This design comes from an exercise in tuning for small area, a short achievable clock period and few clock cycles on the open sky130 flow, not from production work. In this exercise RTL edits were held to simulation tests only and were not proved equivalent to the original.

Setup of v23:
// lve_modarith
module lve_modarith (
    input  wire        clk,
    input  wire        rst,         
    input  wire        in_valid,
    output wire        in_ready,
    input  wire [3:0]  in_op,
    input  wire        in_qsel,     
    input  wire [3:0]  in_imm,
    input  wire [31:0] in_a,
    input  wire [31:0] in_b,
    input  wire [31:0] in_w,
    output wire        out_valid,
    output wire [31:0] out_r0,
    output wire [31:0] out_r1
);
    localparam [3:0] OP_MADD = 4'd0, OP_MSUB = 4'd1, OP_MNEG = 4'd2, OP_MRED = 4'd3,
                     OP_MMONT = 4'd4, OP_MBAR = 4'd5, OP_TOMONT = 4'd6,
                     OP_CMPR = 4'd7, OP_DCMPR = 4'd8, OP_P2R = 4'd9, OP_DECOMP = 4'd10,
                     OP_CT = 4'd11, OP_GS = 4'd12, OP_BMUL = 4'd13;
    localparam [24:0] QD = 25'd8380417;
    localparam [24:0] QK = 25'd3329;
    assign in_ready = 1'b1;
    reg [6:0] vld;
    always @(posedge clk) begin
        if (rst) vld <= 7'd0;
        else     vld <= {vld[5:0], in_valid};
    end
    assign out_valid = vld[6];
    reg [3:0]  op0;
    reg        qs0;
    reg [3:0]  imm0;
  ...
Settings: LEC_CHECK=0, CAP_MARGIN=20, CORE_MARGIN=2, CORE_UTILIZATION=40, CTS_CLUSTER_DIAMETER=100, CTS_CLUSTER_SIZE=24, SLEW_MARGIN=20; clock period 30.0 ns.
standard.sh (not shown) runs the stock make flow with config.mk's settings and CLKGATE_MAP_FILE= SYNTH_SCRIPT=/design/flow/synth_recipe.tcl, a recipe that flattens the netlist after the stock synthesis.
==> flow/flow/run.sh <==
#!/bin/bash
set -euo pipefail
bash standard.sh \
  BUFFER_PORTS_ARGS="-buffer_cell sky130_fd_sc_hd__buf_2" \
  SETUP_SLACK_MARGIN=22.8 \
  finish > flow_layout.log 2>&1
Testbench counts of v23, summed over its fixed seeds: cycles 16,056.
Modified inputs, v59 compared to v23
# v23
export LEC_CHECK = 0
export CAP_MARGIN = 20
export CORE_MARGIN = 2
export CORE_UTILIZATION = 40
export CTS_CLUSTER_DIAMETER = 100
export CTS_CLUSTER_SIZE = 24
export SLEW_MARGIN = 20
create_clock -name core_clock -period 30.0 [get_ports {clk}]
# v59
export LEC_CHECK = 0
export CAP_MARGIN = 20
export CORE_MARGIN = 2
export CORE_UTILIZATION = 55
export CTS_CLUSTER_DIAMETER = 100
export CTS_CLUSTER_SIZE = 24
export SLEW_MARGIN = 20
create_clock -name core_clock -period 30.0 [get_ports {clk}]
-- flow/flow/run.sh --
<<< v23, line 5
  SETUP_SLACK_MARGIN=22.8 \
>>> v59, line 5
  SETUP_SLACK_MARGIN=23 \
--- outcome ---
v59 went all the way through synthesis, placement and routing and the layout is clean on timing, DRC and antenna. v23 | stages: all done | timing, DRC, antenna: all pass. Looking at max-slew headroom at the worst pin across both flows, v59 is the weaker of the two, with v23 ahead. Global-route total usage across every layer (lower): v23. Of the two values seen for launching instance or port of the critical path, r0o[21] was produced by v59 and r1o[19] by v23. In v59, the number of cells in the finished layout apart from fillers came out about 5.3% below the value in v23. Cell area after placement (lower): v59. Vias: v59 above v23.
## Diff of input files: v32 against v59
# v59
export LEC_CHECK = 0
export CAP_MARGIN = 20
export CORE_MARGIN = 2
export CORE_UTILIZATION = 55
export CTS_CLUSTER_DIAMETER = 100
export CTS_CLUSTER_SIZE = 24
export SLEW_MARGIN = 20
create_clock -name core_clock -period 30.0 [get_ports {clk}]
# v32
export LEC_CHECK = 0
export CAP_MARGIN = 20
export CORE_MARGIN = 2
export CORE_UTILIZATION = 60
export CTS_CLUSTER_DIAMETER = 100
export CTS_CLUSTER_SIZE = 24
export SLEW_MARGIN = 20
create_clock -name core_clock -period 30.0 [get_ports {clk}]
-- flow/flow/run.sh --
<<< v59, line 5
  SETUP_SLACK_MARGIN=23 \
>>> v32, line 5
  SETUP_SLACK_MARGIN=22.8 \
v32: PASS, flow complete, no timing, DRC or antenna violations
Compared with v59, v32 degrades worst setup slack before clock tree synthesis.
Summary of v32 over v59: core utilization +3.9 points; die height -4.2%; instance count after placement with tap cells included -1.2%.
Between v59 and v32, the count of multi-input combinational gates does not differ in any meaningful way.
Relative to v59, non-clock buffer count in the final layout decreased by 103 in v32.
From v59 to v32 the numbers moved as follows: met1 usage increased by 3.2 points relative to the old numbers; number of vias per cell now sits higher.
[compare] base=v59 new=v32: average cell area after synthesis comparable, period utilization comparable.
Setup changes, v32 to v52
# v32
export LEC_CHECK = 0
export CAP_MARGIN = 20
export CORE_MARGIN = 2
export CORE_UTILIZATION = 60
export CTS_CLUSTER_DIAMETER = 100
export CTS_CLUSTER_SIZE = 24
export SLEW_MARGIN = 20
create_clock -name core_clock -period 30.0 [get_ports {clk}]
# v52
export LEC_CHECK = 0
export CAP_MARGIN = 20
export CORE_MARGIN = 2
export CORE_UTILIZATION = 40
export SLEW_MARGIN = 20
create_clock -name core_clock -period 30.0 [get_ports {clk}]
==> flow/flow/run.sh <==
#!/bin/bash
set -euo pipefail
bash standard.sh \
  BUFFER_PORTS_ARGS="-buffer_cell sky130_fd_sc_hd__buf_4" \
  SETUP_SLACK_MARGIN=23 \
  finish > flow_layout.log 2>&1
[summary]
Comparing v32 and v52, filler cell count is lower on v32.
Taking v32 over v52, the total CTS buffers ratio works out to 0.52.
Area overhead of the layout relative to synthesis up 5.3 points in v52 wrt v32
Number of non-clock inverters came out exactly the same in v32 and v52.
Standard cell with the maximum stage delay on the critical path = sky130_fd_sc_hd__dfxtp_1: v32; standard cell with the maximum stage delay on the critical path = sky130_fd_sc_hd__dfxtp_4: v52
Compare v32 and v52 | depth of the CTS H-tree lower: v32
Going from v32 to v52, share of the cycle needed by the critical path after routing grows by 0.28 points.

* * *

== 03-03 ==
Another version of the RTL of lve_modarith (not shown whole).
Size: ~12000 cells after synthesis, roughly 740 flip-flops, ~170 I/O pins.
clock: 30.0 ns
lec_check: 0
cap_margin: 0
core_margin: 2
core_utilization: 65
slew_margin: 0
run.sh (not shown) runs the stock make flow with config.mk's settings and CLKGATE_MAP_FILE= SYNTH_SCRIPT=/design/flow/synth_recipe.tcl, a recipe that flattens the netlist after the stock synthesis.
Stock flow here: none of the scripts above is used.
Testbench counts of 03-03, summed over its fixed seeds: cycles 16,056.
The inputs of 01-11 differ from those of 03-03 as listed below.
# 03-03
export LEC_CHECK = 0
export CAP_MARGIN = 0
export CORE_MARGIN = 2
export CORE_UTILIZATION = 65
export SLEW_MARGIN = 0
create_clock -name core_clock -period 30.0 [get_ports {clk}]
# 01-11
export LEC_CHECK = 0
export CAP_MARGIN = 20
export CORE_MARGIN = 2
export CORE_UTILIZATION = 40
export SLEW_MARGIN = 20
create_clock -name core_clock -period 30.0 [get_ports {clk}]
[summary]
01-11 ended with every stage complete and zero timing, DRC or antenna violations.
Across both runs, post-layout instance area was higher for 01-11 than for 03-03.
~same number of sequential cells in the layout in 01-11 and 03-03
Compared with 03-03, in 01-11 total half-perimeter wirelength after legalization and detailed placement about even, setup TNS about even, largest fanout on the critical path about even, count of clock buffers in the final design fell about 3.5%.
Compared with 03-03, in 01-11 fraction of the cycle the final worst path needs lower, die area increased 97000 µm², number of buffers other than clock buffers in the final layout has decreased, wire length now sits lower, final net count flat.

==> static timing again, ports no longer ideal <==
No port has a modelled driver above. Below, the same layouts with a new extraction and two added sets of constraints. Step 1 (the two cells are an assumption about what drives the block):
set clk [get_ports {clk}]
set_driving_cell -lib_cell sky130_fd_sc_hd__clkbuf_16 $clk
set_driving_cell -lib_cell sky130_fd_sc_hd__buf_2 [delete_from_list [all_inputs] $clk]
Step 2 moves the port delays by t, midway between the first and last clock arrival at a register: inputs arrive t later, outputs are due t later. That takes back most of the time a late clock gives input paths. Slacks: ideal / step 1 / step 2; pairs: ideal / step 1.
run	shift t [ns]	setup slack, ns	worst setup path after step 2	latest minus earliest clock arrival (ns)
v23	0.815	22.745 / 22.657 / 22.930	register to register	0.069 / 0.068
v59	0.798	22.787 / 22.696 / 23.149	register to register	0.056 / 0.056
v32	0.754	22.818 / 22.727 / 22.982	register to register	0.036 / 0.036
v52	0.828	22.734 / 22.641 / 23.013	register to register	0.112 / 0.112
03-03	0.799	21.703 / 21.703 / 21.329	input to register	0.054 / 0.055
01-11	0.827	21.906 / 21.906 / 21.455	input to register	0.053 / 0.053
After both steps every run listed still meets setup and hold. For 01-11, which loses most, drivers alone change the setup slack by 0.000 ns; drivers and shift together by -0.451 ns.
